Background: an optimization exercise with open tools, aiming at small area, a short achievable clock period and few clock cycles per item. Do not read the settings as production practice. Function was checked by simulation only, so behaviour that the tests miss may differ from the original.

Design dtc_core, start of the top module:
module dtc_core (
    input  wire               clk,
    input  wire               rst,           
    input  wire               start,
    input  wire signed [15:0] ia,
    input  wire signed [15:0] ib,
    input  wire signed [15:0] ic,
    input  wire        [11:0] vms,
    input  wire               model_en,
    input  wire signed [15:0] cos_th,
    input  wire signed [15:0] sin_th,
    input  wire signed [23:0] t_ref,
    input  wire signed [23:0] f_ref,
    input  wire        [15:0] rs,
    input  wire        [15:0] kv,
    input  wire        [15:0] ld,
    input  wire        [15:0] lq,
    input  wire signed [23:0] psi_pm,
    input  wire        [14:0] model_gain,
    input  wire        [15:0] tq_gain,
    input  wire        [15:0] i_max,
    input  wire        [22:0] t_max,
    input  wire signed [23:0] f_min,
    input  wire signed [23:0] f_max,
    input  wire        [22:0] ht,
    input  wire        [22:0] hf,
    output wire               ready,
  ...
export LEC_CHECK = 0
export ABC_CLOCK_PERIOD_IN_PS = 6000
export CAP_MARGIN = 20
export CORE_MARGIN = 2
export CORE_UTILIZATION = 40
export CTS_BUF_LIST = sky130_fd_sc_hd__clkbuf_4 sky130_fd_sc_hd__clkbuf_8
export PLACE_DENSITY = 0.6
export SETUP_SLACK_MARGIN = 5
export SLEW_MARGIN = 20
create_clock -name core_clock -period 15.0 [get_ports {clk}]
run.sh (not shown) runs the stock make flow with config.mk's settings and CLKGATE_MAP_FILE= SYNTH_SCRIPT=/design/flow/synth_recipe.tcl, a recipe that flattens the netlist after the stock synthesis.
Testbench counts at the start, summed over its fixed seeds: cycles 9,648, items 2,400.
Change:
==> flow/flow/run.sh (new file) <==
#!/bin/bash
# The standard layout (the standard.sh, unchanged synthesis, floorplan,
# placement, clock tree and routing) with a tighter target for the timing
# repair: the resizer works until the setup slack at the design's clock
# period is at least 8 ns. The constraints and the clock are the design's.
set -euo pipefail
bash standard.sh SETUP_SLACK_MARGIN=8 finish > standard.log 2>&1
==> flow/standard.sh (new file) <==
#!/bin/bash
# synth_recipe.tcl (not shown) runs the flow's synth.tcl, then flattens the netlist and writes it again
# the make line also repeats each setting of config.mk as NAME=value (left out here)
make -C /OpenROAD-flow-scripts/flow DESIGN_CONFIG=/design/flow/config.mk WORK_HOME=/design/flow/orfs CLKGATE_MAP_FILE= SYNTH_SCRIPT=/design/flow/synth_recipe.tcl "${@:-finish}"
- ABC_AREA: default -> 1
- ABC_CLOCK_PERIOD_IN_PS: 6000 -> default
- CTS_BUF_LIST: sky130_fd_sc_hd__clkbuf_4 sky130_fd_sc_hd__clkbuf_8 -> default
- SETUP_SLACK_MARGIN: 5 -> default
removed: flow/run.sh
Via count fell by 3.7%.
Synthesized cell count fell by 2.1%.
Count of clock-buffer cells in the layout fell by 103.
Area after synthesis fell by 4.7%.
Non-clock buffer count rose by 943.
Global-route usage rose by 1.4 points.
Die area fell by 4.7%.
Core utilization rose by 5.8 points.
Register-to-register slack is better by 1.5 ns.
Wire length stays flat.
Critical path depth rose by 7.
Change:
==> flow/flow/run.sh (replaced) <==
#!/bin/bash
# The standard layout (the standard.sh, unchanged synthesis, floorplan,
# placement, clock tree and routing) with a tighter target for the timing
# repair: the resizer works until the setup slack at the design's clock
# period is at least 7 ns. The constraints and the clock are the design's.
set -euo pipefail
bash standard.sh SETUP_SLACK_MARGIN=7 finish > standard.log 2>&1
Effect: Non-clock buffer count falls by 577. Cell area falls by 6.4%. Synthesized area is unchanged. Via count went down by 2.7%. Critical path depth does not change.
Change:
==> flow/flow/run.sh (replaced) <==
#!/bin/bash
# The standard layout (the standard.sh, unchanged synthesis, floorplan,
# placement, clock tree and routing) with a tighter target for the timing
# repair: the resizer works until the setup slack at the design's clock
# period is at least 6 ns. The constraints and the clock are the design's.
set -euo pipefail
bash standard.sh SETUP_SLACK_MARGIN=6 finish > standard.log 2>&1
- ABC_AREA: 1 -> default
=> First-iteration DRC count climbs by about 27%. Setup slack degrades by 0.81 ns. Critical path depth climbs by 3. Cell area climbs by 3.6%. Wire length climbs by about 9%. Synthesized cell count climbs by 2.2%. Flip-flop and latch count is unchanged.

* * *

Setup of old:
Starting RTL as in the previous note.
Design dtc_core, start of the top module:
module dtc_core (
    input  wire               clk,
    input  wire               rst,           
    input  wire               start,
    input  wire signed [15:0] ia,
    input  wire signed [15:0] ib,
    input  wire signed [15:0] ic,
    input  wire        [11:0] vms,
    input  wire               model_en,
    input  wire signed [15:0] cos_th,
    input  wire signed [15:0] sin_th,
    input  wire signed [23:0] t_ref,
    input  wire signed [23:0] f_ref,
    input  wire        [15:0] rs,
    input  wire        [15:0] kv,
    input  wire        [15:0] ld,
    input  wire        [15:0] lq,
    input  wire signed [23:0] psi_pm,
    input  wire        [14:0] model_gain,
    input  wire        [15:0] tq_gain,
    input  wire        [15:0] i_max,
    input  wire        [22:0] t_max,
    input  wire signed [23:0] f_min,
    input  wire signed [23:0] f_max,
    input  wire        [22:0] ht,
    input  wire        [22:0] hf,
    output wire               ready,
    output reg                done,
    output wire        [2:0]  vec,
    output wire signed [23:0] t_est,
    output reg         [23:0] f_est,
    output wire        [1:0]  tq_code,
    output wire               fx_code,
    output wire        [2:0]  sector,
    output wire               cur_lim,
    output wire               ref_lim,
    output wire               sense_fault,
  ...
Settings: LEC_CHECK=0, ABC_AREA=1, CAP_MARGIN=20, CORE_MARGIN=2, CORE_UTILIZATION=40, PLACE_DENSITY=0.6, SLEW_MARGIN=20; clock period 15.0 ns.
standard.sh (not shown) runs the stock make flow with config.mk's settings and CLKGATE_MAP_FILE= SYNTH_SCRIPT=/design/flow/synth_recipe.tcl, a recipe that flattens the netlist after the stock synthesis.
==> flow/flow/run.sh <==
#!/bin/bash
# The standard layout (the standard.sh, unchanged synthesis, floorplan,
# placement, clock tree and routing) with a tighter target for the timing
# repair: the resizer works until the setup slack at the design's clock
# period is at least 6 ns. The constraints and the clock are the design's.
set -euo pipefail
bash standard.sh SETUP_SLACK_MARGIN=6 finish > standard.log 2>&1
Per the final summary, old finished and its layout is clean on timing, DRC and antenna.
Testbench counts of old, summed over its fixed seeds: cycles 9,648, items 2,400.
Relative to old, the following input files were edited for new:
# old
export LEC_CHECK = 0
export ABC_AREA = 1
export CAP_MARGIN = 20
export CORE_MARGIN = 2
export CORE_UTILIZATION = 40
export PLACE_DENSITY = 0.6
export SLEW_MARGIN = 20
create_clock -name core_clock -period 15.0 [get_ports {clk}]
# new
export LEC_CHECK = 0
export ABC_CLOCK_PERIOD_IN_PS = 6000
export CAP_MARGIN = 20
export CORE_MARGIN = 2
export CORE_UTILIZATION = 40
export PLACE_DENSITY = 0.6
export SETUP_SLACK_MARGIN = 5
export SLEW_MARGIN = 20
create_clock -name core_clock -period 15.0 [get_ports {clk}]
==> flow/run.sh (new file) <==
#!/bin/bash
# synth_recipe.tcl (not shown) runs the flow's synth.tcl, then flattens the netlist and writes it again
# the make line also repeats each setting of config.mk as NAME=value (left out here)
make -C /OpenROAD-flow-scripts/flow DESIGN_CONFIG=/design/flow/config.mk WORK_HOME=/design/flow/orfs CLKGATE_MAP_FILE= SYNTH_SCRIPT=/design/flow/synth_recipe.tcl finish
removed: flow/flow/run.sh
removed: flow/standard.sh
Results
- Total of plain and repair buffers excluding clock buffers (new vs. old) increases by more than 10%
- Of new and old, old shows the lower die height, with new above it.
- Compared new vs old, and post-synthesis sequential area ratio is down in new.
- For new, the master of the slowest instance on the critical path was edfxtp_1, unlike old, where it was xnor2_1.

## afterwards: timing with drivers on the ports
The flow's constraints put no driver on any port. The routed layouts listed below were extracted and timed again, unchanged, in two steps. Step 1, drivers: a clkbuf_16 drives clk and a buf_2 each remaining input, both assumed. Step 2 adds t to the input delays and takes it off the output delays; t is the mean of the earliest and latest rising clock arrival at the registers after step 1. Input paths then give back, and output paths get back, about the clock's delay inside the block. Three values: no drivers, after step 1, after step 2; two values: the first two.
| run | t, ns | setup slack, ns | worst hold slack (ns) | clock arrival spread, ns | worst data-port slew with drivers (ns) |
|---|---|---|---|---|---|
| the first run of note 1 | 1.278 | 5.164 / 5.164 / 5.164 | 0.335 / 0.335 / 0.335 | 0.141 / 0.141 | 0.15 |
| the second run of note 1 | 1.054 | 6.680 / 6.680 / 6.680 | 0.322 / 0.322 / 0.322 | 0.089 / 0.089 | 0.20 |
| the third run of note 1 | 1.022 | 6.681 / 6.681 / 6.681 | 0.345 / 0.345 / 0.345 | 0.100 / 0.100 | 0.18 |
| the fourth run of note 1 | 1.078 | 5.873 / 5.873 / 5.873 | 0.345 / 0.345 / 0.345 | 0.112 / 0.112 | 0.18 |
| old | 1.027 | 6.118 / 6.118 / 6.118 | 0.341 / 0.341 / 0.341 | 0.090 / 0.090 | 0.16 |
| new | 1.047 | 5.171 / 5.171 / 5.171 | 0.339 / 0.339 / 0.339 | 0.094 / 0.094 | 0.15 |
After both steps every run listed still meets setup and hold.
